Background: an optimization exercise with open tools, aiming at small area, a short achievable clock period and few clock cycles. Do not read the settings as production practice. Function was checked by simulation only, so behaviour that the tests miss may differ from the original. No activity file was given, so power comes from the tool's default toggle rates.

==> run F: inputs <==
==> flow/design.v (excerpt) <==
module plait_decoder (
    input  wire        clk,
    input  wire        rst,
    input  wire        start,
    input  wire [18:0] cfg_comp_length,
    input  wire [6:0]  cfg_line_count,
    input  wire [2:0]  cfg_code_width,
    input  wire [12:0] cfg_line_bytes,
    input  wire [31:0] cfg_block_number,
    output reg         idle,
    input  wire        in_valid,
    input  wire [7:0]  in_data,
    output reg         in_ready,
    output reg         out_valid,
    output reg  [7:0]  out_data,
    output reg         hist_rd_en,
    output reg  [12:0] hist_rd_addr,
    input  wire [7:0]  hist_rd_data,
    output reg         done,
    output wire [15:0] result
);
Settings: LEC_CHECK=0, CAP_MARGIN=20, CORE_MARGIN=2, CORE_UTILIZATION=50, SLEW_MARGIN=20; clock period 8.5 ns.
standard.sh (not shown) runs the stock make flow with config.mk's settings and CLKGATE_MAP_FILE= SYNTH_SCRIPT=/design/flow/synth_recipe.tcl, a recipe that flattens the netlist after the stock synthesis.
==> flow/flow/run.sh <==
#!/bin/bash
set -euo pipefail
bash standard.sh synth > synth.log 2>&1
bash standard.sh SETUP_SLACK_MARGIN=5.5 finish > layout.log 2>&1
==> run D: changes against run F <==
--- a/flow/design.v
+++ b/flow/design.v
@@ -122,14 +122,15 @@
     wire pop     = f0_v && (h_rdy || p_in || (e_act && e_in));
     wire        rem_z   = (rcl == 19'd0);
     wire        rem_lt2 = (rcl[18:1] == 18'd0);
     wire [15:0] dd      = {op1, op0};
     wire        ref_bad = dneg || (dd == 16'd0) || (dd > 16'd8192)
                        || (!tsat && ({3'd0, tpos} < dd));
     wire [16:0] near_d  = {4'd0, rlb} - {{9{op0[7]}}, op0};
+    wire [12:0] m_sum   = {1'b0, trem[18:7]} + (trem[0] ? rlb : 13'd0);
     wire [17:0] tsum    = {5'd0, tpos} + {1'b0, p_n};
     wire start_ok  = (ph == PH_PRE) && (rcl >= 19'd21);
     wire start_bad = (ph == PH_PRE) && (rcl < 19'd21);
     wire hc2_inv = h_inv || (h_stored && rcl != trem);
     wire hc2_go  = (ph == PH_HC2) && !hc2_inv && !h_mis;
     wire hc2_sto = hc2_go && h_stored;
     wire hc2_tok = hc2_go && !h_stored;
@@ -381,16 +382,15 @@
                             h_mis     <= h_mis | (f0_d != {3'd0, rlb[12:8]});
                             h_inv     <= h_inv | (f0_d[7:5] != 3'd0);
                             rlb[12:8] <= f0_d[4:0];
                         end
                         5'd10: begin
                             h_mis <= h_mis | (f0_d != {1'b0, rlc});
                             h_inv <= h_inv | (f0_d == 8'd0) | (f0_d > 8'd64);
-                            rlc   <= f0_d[6:0];
-                            trem  <= 19'd0;
+                            trem  <= {12'd0, f0_d[6:0]};
                             mcnt  <= 3'd7;
                         end
                         5'd11: begin
                             h_mis <= h_mis | (f0_d != {5'd0, rcw});
                             h_inv <= h_inv | !((f0_d == 8'd1) || (f0_d == 8'd2) || (f0_d == 8'd4));
                             rcw   <= f0_d[2:0];
                         end
@@ -401,16 +401,15 @@
                     endcase
                 end
                 if (!h_rdy && mcnt == 3'd0)
                     ph <= PH_HC1;
             end
             if (mcnt != 3'd0) begin
                 mcnt <= mcnt - 3'd1;
-                trem <= {trem[17:0], 1'b0} + (rlc[6] ? {6'd0, rlb} : 19'd0);
-                rlc  <= {rlc[5:0], rlc[6]};
+                trem <= {m_sum, trem[6:1]};
             end
             if (ph == PH_HC1) begin
                 h_inv <= h_inv | (rcl < 19'd21) | (rcl > 19'd266240) | (rlb == 13'd0)
                        | (rlb > 13'd4096) | (rlb > {rcw, 10'd0});
                 rcl   <= rcl - 19'd20;
                 ph    <= PH_HC2;
             end
CTS_CLUSTER_DIAMETER = 100   (was not set)
CTS_CLUSTER_SIZE = 30   (was not set)
==> summary.txt <==
Of run F and run D, run F has the higher non-clock buffer count (gap 37). In run F the clock skew is higher than in run D, by 0.0056 ns. In run D the cell area is smaller than in run F, by about 4.4%. Of run F and run D, run F has the higher critical path depth (gap 2). In run D the area after synthesis is smaller than in run F, by about 1%. Against run D, the sequential share of layout area of run F is lower by 1.5 points.
Testbench counts of run F, summed over its fixed seeds: cycles 893,690.
Testbench counts of run D, summed over its fixed seeds: cycles 893,690.


==> try-yarrow: inputs <==
plait_decoder, a different RTL version from the one above (not shown whole).
clock: 8.5 ns
lec_check: 0
cap_margin: 20
core_margin: 2
core_utilization: 40
setup_slack_margin: 5
slew_margin: 20
run.sh (not shown) runs the stock make flow with config.mk's settings and CLKGATE_MAP_FILE= SYNTH_SCRIPT=/design/flow/synth_recipe.tcl, a recipe that flattens the netlist after the stock synthesis.
Stock flow here: none of the scripts above is used.
==> try-violet (differences from try-yarrow) <==
--- a/flow/design.v
+++ b/flow/design.v
@@ -29,26 +29,29 @@
                      C_CRC_MIS = 3'd7;
     localparam [31:0] CRC_RESIDUE = 32'hB798B438;
     localparam [2:0] PH_IDLE = 3'd0,
                      PH_HDR  = 3'd1,
                      PH_HC1  = 3'd2,
                      PH_HC2  = 3'd3,
-                     PH_RUN  = 3'd4;
+                     PH_RUN  = 3'd4,
+                     PH_PRE  = 3'd5;
     localparam [3:0] P_IDLE  = 4'd0,
                      P_CTRL  = 4'd1,
                      P_DEC   = 4'd2,
                      P_EXT0  = 4'd3,
                      P_EXT1  = 4'd4,
                      P_ADD   = 4'd5,
                      P_OPCHK = 4'd6,
                      P_OP0   = 4'd7,
                      P_OP1   = 4'd8,
                      P_D     = 4'd9,
                      P_CHK   = 4'd10,
                      P_RDY   = 4'd11,
-                     P_WLIT  = 4'd12;
+                     P_WLIT  = 4'd12,
+                     P_CMP   = 4'd13,
+                     P_SEL   = 4'd14;
     localparam [1:0] K_DATA = 2'd0,
                      K_END  = 2'd1,
                      K_ERR  = 2'd2;
     localparam [1:0] S_IMM  = 2'd0,
                      S_HIST = 2'd1,
                      S_F1   = 2'd2,
@@ -71,13 +74,16 @@
     reg [3:0]  ps;
     reg        p_in;      
     reg        p_rdy;     
     reg [16:0] p_n;
     reg [7:0]  op0, op1;  
     reg        dneg;
-    reg        ovr;
+    reg        ovr;       
+    reg        ltr;       
+    reg        rbad;      
+    reg        bz;        
     reg [1:0]  p_cls;
     reg [2:0]  p_code;
     reg        e_act;
     reg        e_in;      
     reg        e_crc;     
     reg        e_last;    
@@ -110,20 +116,19 @@
     wire [4:0] len  = ib[4:0];
     wire       k_match = (kind == 3'd3) || (kind == 3'd4) || (kind == 3'd5);
     wire take    = in_valid && in_ready;
     wire e_issue = e_act && (!e_in || in_valid);
     wire        rem_z   = (rcl == 19'd0);
     wire        rem_lt2 = (rcl[18:1] == 18'd0);
-    wire        lit_tr  = {2'd0, p_n} > rcl;
     wire [15:0] dd      = {op1, op0};
     wire        ref_bad = dneg || (dd == 16'd0) || (dd > 16'd8192)
                        || (!tsat && ({3'd0, tpos} < dd));
     wire [16:0] near_d  = {4'd0, rlb} - {{9{op0[7]}}, op0};
     wire [17:0] tsum    = {5'd0, tpos} + {1'b0, p_n};
-    wire start_ok  = (ph == PH_IDLE) && start && (cfg_comp_length >= 19'd21);
-    wire start_bad = (ph == PH_IDLE) && start && (cfg_comp_length < 19'd21);
+    wire start_ok  = (ph == PH_PRE) && (rcl >= 19'd21);
+    wire start_bad = (ph == PH_PRE) && (rcl < 19'd21);
     wire hc2_inv = h_inv || (h_stored && rcl != trem);
     wire hc2_go  = (ph == PH_HC2) && !hc2_inv && !h_mis;
     wire hc2_sto = hc2_go && h_stored;
     wire hc2_tok = hc2_go && !h_stored;
     wire e_free   = !e_act || (e_last && !e_in);
     wire commit   = p_rdy && ((p_cls == K_DATA) ? e_free : !e_act);
@@ -175,15 +180,16 @@
                     end else begin
                         ps_n = P_OPCHK;
                     end
                 end
                 P_EXT0: if (in_valid) ps_n = P_EXT1;
                 P_EXT1: if (in_valid) ps_n = P_ADD;
-                P_ADD:  ps_n = P_OPCHK;
+                P_ADD:  ps_n = P_CMP;
+                P_CMP:  ps_n = P_OPCHK;
                 P_OPCHK: begin
-                    if ((kind == 3'd2 && lit_tr) || (kind == 3'd4 && rem_lt2)
+                    if ((kind == 3'd2 && ltr) || (kind == 3'd4 && rem_lt2)
                         || ((kind == 3'd1 || kind == 3'd5) && rem_z)) begin
                         cls_n  = K_ERR;
                         code_n = C_TRUNC;
                         ps_n   = P_RDY;
                     end else if (kind == 3'd1 || kind == 3'd4 || kind == 3'd5) begin
                         ps_n = P_OP0;
@@ -191,21 +197,22 @@
                         ps_n = P_D;
                     end
                 end
                 P_OP0: if (in_valid) ps_n = (kind == 3'd4) ? P_OP1 : P_D;
                 P_OP1: if (in_valid) ps_n = P_D;
                 P_D:   ps_n = P_CHK;
-                P_CHK: begin
+                P_CHK:  ps_n = P_SEL;
+                P_SEL: begin
                     ps_n = P_RDY;
-                    if (kind == 3'd4 && dd == 16'd0) begin
+                    if (bz) begin
                         cls_n  = K_ERR;
                         code_n = C_TOK_INV;
                     end else if (ovr) begin
                         cls_n  = K_ERR;
                         code_n = C_OVERRUN;
-                    end else if (k_match && ref_bad) begin
+                    end else if (rbad) begin
                         cls_n  = K_ERR;
                         code_n = C_REF_INV;
                     end else begin
                         cls_n  = K_DATA;
                     end
                 end
@@ -302,12 +309,14 @@
             end
             if (c_end)
                 fin <= 1'b1;
             if (take && ph == PH_RUN)
                 rcl <= rcl - 19'd1;
             if (ph == PH_IDLE && start) begin
+                ph    <= PH_PRE;
+                idle  <= 1'b0;
                 rcl   <= cfg_comp_length;
                 rlc   <= cfg_line_count;
                 rcw   <= cfg_code_width;
                 rlb   <= cfg_line_bytes;
                 rbn   <= cfg_block_number;
                 hidx  <= 5'd0;
@@ -316,17 +325,17 @@
                 h_mis <= 1'b0;
             end
             if (start_bad) begin
                 done   <= 1'b1;
                 r_nz   <= 1'b1;
                 r_code <= C_HDR_MIS;
+                ph     <= PH_IDLE;
+                idle   <= 1'b1;
             end
-            if (start_ok) begin
-                ph   <= PH_HDR;
-                idle <= 1'b0;
-            end
+            if (start_ok)
+                ph <= PH_HDR;
             if (ph == PH_HDR) begin
                 hv <= take;
                 if (take) begin
                     ib   <= in_data;
                     hidx <= hidx + 5'd1;
                 end
@@ -411,21 +420,32 @@
                     ph <= PH_RUN;
                 end
             end
             if (ph == PH_RUN) begin
                 case (ps)
                     P_CTRL: if (take) ib <= in_data;
-                    P_DEC:  p_n <= {12'd0, len} + 17'd1;
+                    P_DEC: begin
+                        p_n <= {12'd0, len} + 17'd1;
+                        ltr <= (rcl[18:5] == 14'd0) && ({1'b0, len} >= rcl[5:0]);
+                        ovr <= (trem[18:5] == 14'd0) && ({1'b0, len} >= trem[5:0]);
+                    end
                     P_EXT0: if (take) p_n[7:0] <= in_data;
                     P_EXT1: if (take) p_n[16:8] <= {1'b0, in_data};
                     P_ADD:  p_n <= p_n + 17'd32;
-                    P_OPCHK: begin
+                    P_CMP: begin
+                        ltr <= {2'd0, p_n} > rcl;
                         ovr <= {2'd0, p_n} > trem;
+                    end
+                    P_OPCHK: begin
                         if (kind == 3'd3)
                             {op1, op0} <= {3'd0, rlb};
                     end
+                    P_CHK: begin
+                        bz   <= (kind == 3'd4) && (dd == 16'd0);
+                        rbad <= k_match && ref_bad;
+                    end
                     P_OP0:  if (take) op0 <= in_data;
                     P_OP1:  if (take) op1 <= in_data;
                     P_D: begin
                         dneg <= 1'b0;
                         if (kind == 3'd5)
                             {dneg, op1, op0} <= near_d;
==> flow/flow/run.sh (new file) <==
#!/bin/bash
set -euo pipefail
bash standard.sh synth > synth.log 2>&1
bash standard.sh SETUP_SLACK_MARGIN=5.5 finish > layout.log 2>&1
==> flow/standard.sh (new file) <==
#!/bin/bash
# synth_recipe.tcl (not shown) runs the flow's synth.tcl, then flattens the netlist and writes it again
# the make line also repeats each setting of config.mk as NAME=value (left out here)
make -C /OpenROAD-flow-scripts/flow DESIGN_CONFIG=/design/flow/config.mk WORK_HOME=/design/flow/orfs CLKGATE_MAP_FILE= SYNTH_SCRIPT=/design/flow/synth_recipe.tcl "${@:-finish}"
SETUP_SLACK_MARGIN = unset   (was 5)
removed: flow/run.sh
==> summary of the runs <==
- In try-yarrow the worst hold slack is higher than in try-violet, by 0.0020 ns.
- Of try-violet and try-yarrow, try-violet has the higher register-to-register slack (gap 0.42 ns).
- Against try-violet, the final cell count of try-yarrow is smaller by 5.1%.
- In try-yarrow the clock skew is lower than in try-violet, by 0.0076 ns.
- Of try-violet and try-yarrow, try-violet has the higher die area (gap about 2%, measured against try-yarrow).
- Synthesized cell count: try-yarrow is lower than try-violet (about 1.4%).
- First-iteration DRC count: try-yarrow is lower than try-violet (22%).
- Against try-violet, the area after synthesis of try-yarrow is smaller by 2.0%.
==> figures <==
Mean area per synthesized cell: try-violet 9.34 sq um; try-yarrow 9.29 sq um
Clk Latency, worst-skew pair: try-violet 0.57 ns; try-yarrow 0.56 ns
Critical path required time: try-violet 8.80 ns; try-yarrow 8.94 ns
Met2 Wirelength: try-violet 34700 um; try-yarrow 32200 um
Status: try-violet timing/DRC/antenna clean; try-yarrow timing/DRC/antenna clean
Clock tree buffer count of the final layout: try-violet 47; try-yarrow 43
Horizontal extent of the die: try-violet 235 um; try-yarrow 232 um
Layout fillers: try-violet 4884; try-yarrow 4904
Number of buffer and inverter stages on the critical path: try-violet 2; try-yarrow 1
Non-clock buffer instance count of the final layout: try-violet 287; try-yarrow 170
Antenna violations before repair: try-violet 0; try-yarrow 3
Power density normalized to cell area: try-violet 212 nW/um^2; try-yarrow 216 nW/um^2
Fraction of area in multi-input gates: try-violet 47.4%; try-yarrow 48.1%
Antenna Cells: try-violet 0; try-yarrow 1
Wire length on met1: try-violet 31400 um; try-yarrow 28900 um
Portion of synthesized cell area occupied by the leading cell type: try-violet 37.8%; try-yarrow 38.2%
Total non-filler cell area in the finished layout: try-violet 26200 sq um; try-yarrow 24300 sq um
First-iteration detailed-routing DRC count: try-violet 2041; try-yarrow 1601
Testbench counts of try-yarrow, summed over its fixed seeds: cycles 892,583.
Testbench counts of try-violet, summed over its fixed seeds: cycles 893,690.

-- afterwards: timing with drivers on the ports --
The flow's constraints put no driver on any port. The routed layouts listed below were extracted and timed again, unchanged, in two steps.
Step 1 sets driving cells, clkbuf_16 on the clock port and buf_2 on the other inputs (assumed; they add their load-dependent delay and slew).
Step 2 moves the port delays by t, midway between the first and last clock arrival at a register: inputs arrive t later, outputs are due t later. That takes back most of the time a late clock gives input paths.
a / b / c = ideal / step 1 / step 2; a / b = the first two.
run | t (ns) | setup WS [ns] | latest minus earliest clock arrival (ns) | slew at the worst register clock pin (ns) | pins driven straight from the clock port
run F | 0.591 | 5.474 / 5.469 / 5.081 | 0.027 / 0.027 | 0.06 / 0.06 | 1
run D | 0.587 | 5.461 / 5.461 / 4.998 | 0.022 / 0.021 | 0.12 / 0.12 | 1
try-yarrow | 0.607 | 4.974 / 5.006 / 4.399 | 0.017 / 0.017 | 0.06 / 0.06 | 1
try-violet | 0.619 | 5.466 / 5.465 / 4.846 | 0.026 / 0.025 | 0.06 / 0.06 | 1
After both steps every run listed still meets setup and hold. For try-violet, which loses most, drivers alone change the setup slack by -0.001 ns; drivers and shift together by -0.620 ns.
